Source: an optimization exercise on an open RTL-to-GDS flow (aim: small area and a short achievable clock period). Production flows keep margins and buffers that such runs may drop. In this exercise RTL edits were held to simulation tests only and were not proved equivalent to the original.

Setup of build 3:
==> flow/design.v (excerpt) <==
module lk_acc_cell (
    input  wire        clk,
    input  wire        rst,       
    input  wire [1:0]  op,        
    input  wire        fmt_a,     
    input  wire        fmt_b,
    input  wire [15:0] a,
    input  wire [15:0] b,
    output wire [39:0] acc,
    output reg  [31:0] f32
);
    wire        s1_first_d, s1_load_d, p_top_d, p_s_d;
    wire [1:0]  p_cls0_d, p_cls1_d, p_ovr_d;
    wire [9:0]  p_e0_d, p_e1_d;
    wire [21:0] p_m_d;
    lk_mul u_s1 (.op(op), .fmt_a(fmt_a), .fmt_b(fmt_b), .a(a), .b(b),
                 .first(s1_first_d), .load(s1_load_d), .cls0(p_cls0_d), .cls1(p_cls1_d),
                 .ovr(p_ovr_d), .top(p_top_d), .sign(p_s_d), .e0(p_e0_d), .e1(p_e1_d), .m(p_m_d));
    reg        s1_first, s1_keep, s1_load;    
    reg [1:0]  p_cls0, p_cls1;
    reg        p_s;
    reg [1:0]  p_ovr;
    reg        p_top;
    reg [9:0]  p_e0, p_e1;
    reg [21:0] p_m;
    always @(posedge clk) begin
        if (rst) begin
            s1_first <= 1'b0;
            s1_keep  <= 1'b1;
            s1_load  <= 1'b0;
            p_cls0   <= 2'd1;
            p_cls1   <= 2'd1;
            p_s      <= 1'b1;
  ...
Size in the first run: about 4,200 cells after synthesis, ~110 I/O pins.
clock: 22.0 ns
lec_check: 0
abc_area: 1
cap_margin: 20
core_margin: 2
core_utilization: 40
slew_margin: 20
standard.sh (not shown) runs the stock make flow with config.mk's settings and CLKGATE_MAP_FILE= SYNTH_SCRIPT=/design/flow/synth_recipe.tcl, a recipe that flattens the netlist after the stock synthesis.
==> flow/flow/run.sh <==
#!/bin/bash
set -euo pipefail
MARGIN=$(cat flow/margin.txt)
bash standard.sh SETUP_SLACK_MARGIN=$MARGIN finish > standard.log 2>&1
==> flow/flow/margin.txt <==
10
Setup changes, build 3 to build 32
==> flow/flow/margin.txt <==
12
Findings:
[compare] base=build 3 new=build 32: final period demand of the worst path shrank by 1.10 ns, area taken by multi-input logic gates increased by 0.0026 sq mm relative to the old numbers.
Build 32 reports a higher first-pass GRT wire length than build 3 does.
In the tables for build 3 and build 32, first-pass detailed-route iteration total reads higher with build 3.
Inputs modified between build 32 and build 88:
Settings: putting PLACE_DENSITY at 0.8 where nothing was set.
==> flow/flow/margin.txt <==
11
Notes after the runs:
- met5 as the highest routed metal layer was reported by build 88, and met4 by build 32.
- Against build 32, build 88 comes in 11% lower on cell area.
- The data arrival time of the worst path number comes out lower for build 32 vs build 88.
- On build 88: fraction of standard cell area that is sequential is 0.88 points higher than what build 32 gave.
- Compared with build 32, build 88 shows a lower final HPWL from detailed placement.
- Setup slack in build 88 is smaller than in build 32.
- Compared with build 32, build 88 shows a pin count of the biggest net entering global routing that is 10 higher.
- For build 88, the timing endpoint of the critical path was acc_q[16]$_SDFF_PP0_, unlike build 32, where it was p_top$_DFF_P_.
- The final layouts of build 88 and build 32 pass the timing, design-rule and antenna checks.


onyx:
lk_acc_cell, a different RTL version from the one above (not shown whole).
Size in the first run: ~4200 cells after synthesis, ~110 flip-flops, ~0.024 mm² of cells after synthesis.
Settings: LEC_CHECK=0, ABC_AREA=1, CAP_MARGIN=20, CORE_MARGIN=2, CORE_UTILIZATION=40, SLEW_MARGIN=20; clock period 22.0 ns.
run.sh (not shown) runs the stock make flow with config.mk's settings and CLKGATE_MAP_FILE= SYNTH_SCRIPT=/design/flow/synth_recipe.tcl, a recipe that flattens the netlist after the stock synthesis.
Stock flow here: none of the scripts above is used.
No stage failed in onyx, and the final checks on the layout all came back clean.
Setup changes, onyx to lagoon
# onyx
export LEC_CHECK = 0
export ABC_AREA = 1
export CAP_MARGIN = 20
export CORE_MARGIN = 2
export CORE_UTILIZATION = 40
export SLEW_MARGIN = 20
create_clock -name core_clock -period 22.0 [get_ports {clk}]
# lagoon
export LEC_CHECK = 0
export ABC_AREA = 1
export CAP_MARGIN = 20
export CORE_MARGIN = 2
export CORE_UTILIZATION = 65
export SETUP_SLACK_MARGIN = 5
export SLEW_MARGIN = 20
create_clock -name core_clock -period 22.0 [get_ports {clk}]
Notes after the runs:
Diff lagoon..onyx | maximum number of pins on one net before global-route repair | unchanged. lagoon | status: complete | timing, DRC, antenna: pass. lagoon vs onyx: number of filler instances in the final layout down in lagoon. onyx -> lagoon: die area decreased by more than a quarter.


oak:
Another version of the RTL of lk_acc_cell (not shown whole).
For scale: roughly 4200 cells after synthesis, about 110 I/O pins.
// lk_acc_cell
module lk_acc_cell (
    input  wire        clk,
    input  wire        rst,       
    input  wire [1:0]  op,        
    input  wire        fmt_a,     
    input  wire        fmt_b,
    input  wire [15:0] a,
    input  wire [15:0] b,
    output wire [39:0] acc,
    output reg  [31:0] f32
);
export LEC_CHECK = 0
export ABC_AREA = 1
export CAP_MARGIN = 20
export CORE_MARGIN = 2
export CORE_UTILIZATION = 40
export SLEW_MARGIN = 20
create_clock -name core_clock -period 22.0 [get_ports {clk}]
standard.sh (not shown) runs the stock make flow with config.mk's settings and CLKGATE_MAP_FILE= SYNTH_SCRIPT=/design/flow/synth_recipe.tcl, a recipe that flattens the netlist after the stock synthesis.
==> flow/flow/run.sh <==
#!/bin/bash
set -euo pipefail
bash standard.sh $(cat flow/args.txt) finish > standard.log 2>&1
==> flow/flow/args.txt <==
SETUP_SLACK_MARGIN=10
### oak -> pine
# oak
export LEC_CHECK = 0
export ABC_AREA = 1
export CAP_MARGIN = 20
export CORE_MARGIN = 2
export CORE_UTILIZATION = 40
export SLEW_MARGIN = 20
create_clock -name core_clock -period 22.0 [get_ports {clk}]
# pine
export LEC_CHECK = 0
export ABC_AREA = 1
export CAP_MARGIN = 20
export CORE_MARGIN = 2
export CORE_UTILIZATION = 55
export SLEW_MARGIN = 20
create_clock -name core_clock -period 22.0 [get_ports {clk}]
==> comparison <==
- pine: PASS, flow complete, no timing, DRC or antenna violations
- Re compound-cell area share of the yosys netlist: no difference whatsoever between pine and oak.
- Between pine and oak, the area share of buffers outside the clock network does not differ in any meaningful way.
#### Input delta (birch over pine)
# pine
export LEC_CHECK = 0
export ABC_AREA = 1
export CAP_MARGIN = 20
export CORE_MARGIN = 2
export CORE_UTILIZATION = 55
export SLEW_MARGIN = 20
create_clock -name core_clock -period 22.0 [get_ports {clk}]
# birch
export LEC_CHECK = 0
export ABC_AREA = 1
export CAP_MARGIN = 20
export CORE_MARGIN = 2
export CORE_UTILIZATION = 40
export SLEW_MARGIN = 20
create_clock -name core_clock -period 22.0 [get_ports {clk}]
==> flow/flow/args.txt <==
SETUP_SLACK_MARGIN=10.5 TNS_END_PERCENT=0
Results
- Summary of birch over pine: design area picked up an extra 1000 um^2; final worst hold slack has increased; overall fraction of global-route tracks in use fell 12 points.
- Comparing birch and pine, the higher length in cells of the worst reg-to-reg path is on birch.
- birch against pine: number of optimization iterations in the first detailed-route pass went down 3; non-clock buffer count went up about 24%; aggregate routed wire length went up about 1.5%; number of rows in the core area went up 13.
Inputs modified between birch and maple:
==> flow/flow/args.txt <==
SETUP_SLACK_MARGIN=11 TNS_END_PERCENT=0
Results
- Taking birch as the reference, in maple minimum hold slack closely matched the old numbers; layout clock buffer count level; final worst-path setup slack has increased; post-synthesis adder-cell area fraction closely matched the old numbers.
- When maple is measured against birch, its clock period minus worst slack turns out 0.40 ns lower.
- On storage element area, birch tracks maple almost exactly.
- Design area (maple over birch): increase, 5.9%
- Compare maple and birch | share of final-layout standard cells stronger than drive strength 1 lower: birch
- Compared with birch, maple shows a higher routed wire length.
### maple -> cedar
==> flow/flow/args.txt <==
SETUP_SLACK_MARGIN=10 TNS_END_PERCENT=0
[summary]
cedar finished all stages; the layout is clean.
Higher minimum clock period was reported by cedar, not maple.
Row data required time at the worst endpoint: cedar lower / maple higher
Reported for cedar and maple, number of synthesized flops with an enable pin turned out identical to the last digit.
Cmp cedar and maple / final area / lower: cedar
cedar vs. maple: via count lower; setup slack has decreased; proportion of cell area occupied by registers climbed 0.73 points; endpoint arrival time on the critical path +0.75 ns.

[what the ideal ports hide]
No port has a modelled driver above. Below, the same layouts with a new extraction and two added sets of constraints. Step 1: set_driving_cell puts a clkbuf_16 on clk and a buf_2 on each other input, an assumption about the parent block. Step 2 also shifts input and output timing later by t, the mid clock arrival at the registers, as if the neighbouring blocks saw the same clock. a / b / c = no drivers / after step 1 / after step 2; a / b = the first two.
run	t, ns	setup WS [ns]	worst setup path after step 2	worst register clock-pin slew, ns	worst data-port slew with drivers (ns)
build 3	0.498	10.485 / 10.516 / 10.018	input to register	0.07 / 0.07	0.06
build 32	0.484	11.589 / 11.590 / 11.106	input to register	0.07 / 0.07	0.06
build 88	0.493	11.300 / 11.300 / 10.875	input to register	0.07 / 0.07	0.07
onyx	0.443	7.947 / 7.947 / 7.947	register to register	0.09 / 0.09	0.04
lagoon	0.424	7.607 / 7.607 / 7.607	register to register	0.10 / 0.10	0.04
oak	0.513	10.414 / 10.446 / 9.933	input to register	0.08 / 0.08	0.05
pine	0.524	10.578 / 10.607 / 10.084	input to register	0.08 / 0.08	0.05
birch	0.511	10.848 / 10.880 / 10.369	input to register	0.08 / 0.08	0.05
maple	0.511	11.249 / 11.278 / 10.767	input to register	0.08 / 0.08	0.05
cedar	0.511	10.459 / 10.489 / 9.978	input to register	0.08 / 0.08	0.05
After both steps every run listed still meets setup and hold. For pine, which loses most, drivers alone change the setup slack by +0.029 ns; drivers and shift together by -0.494 ns.
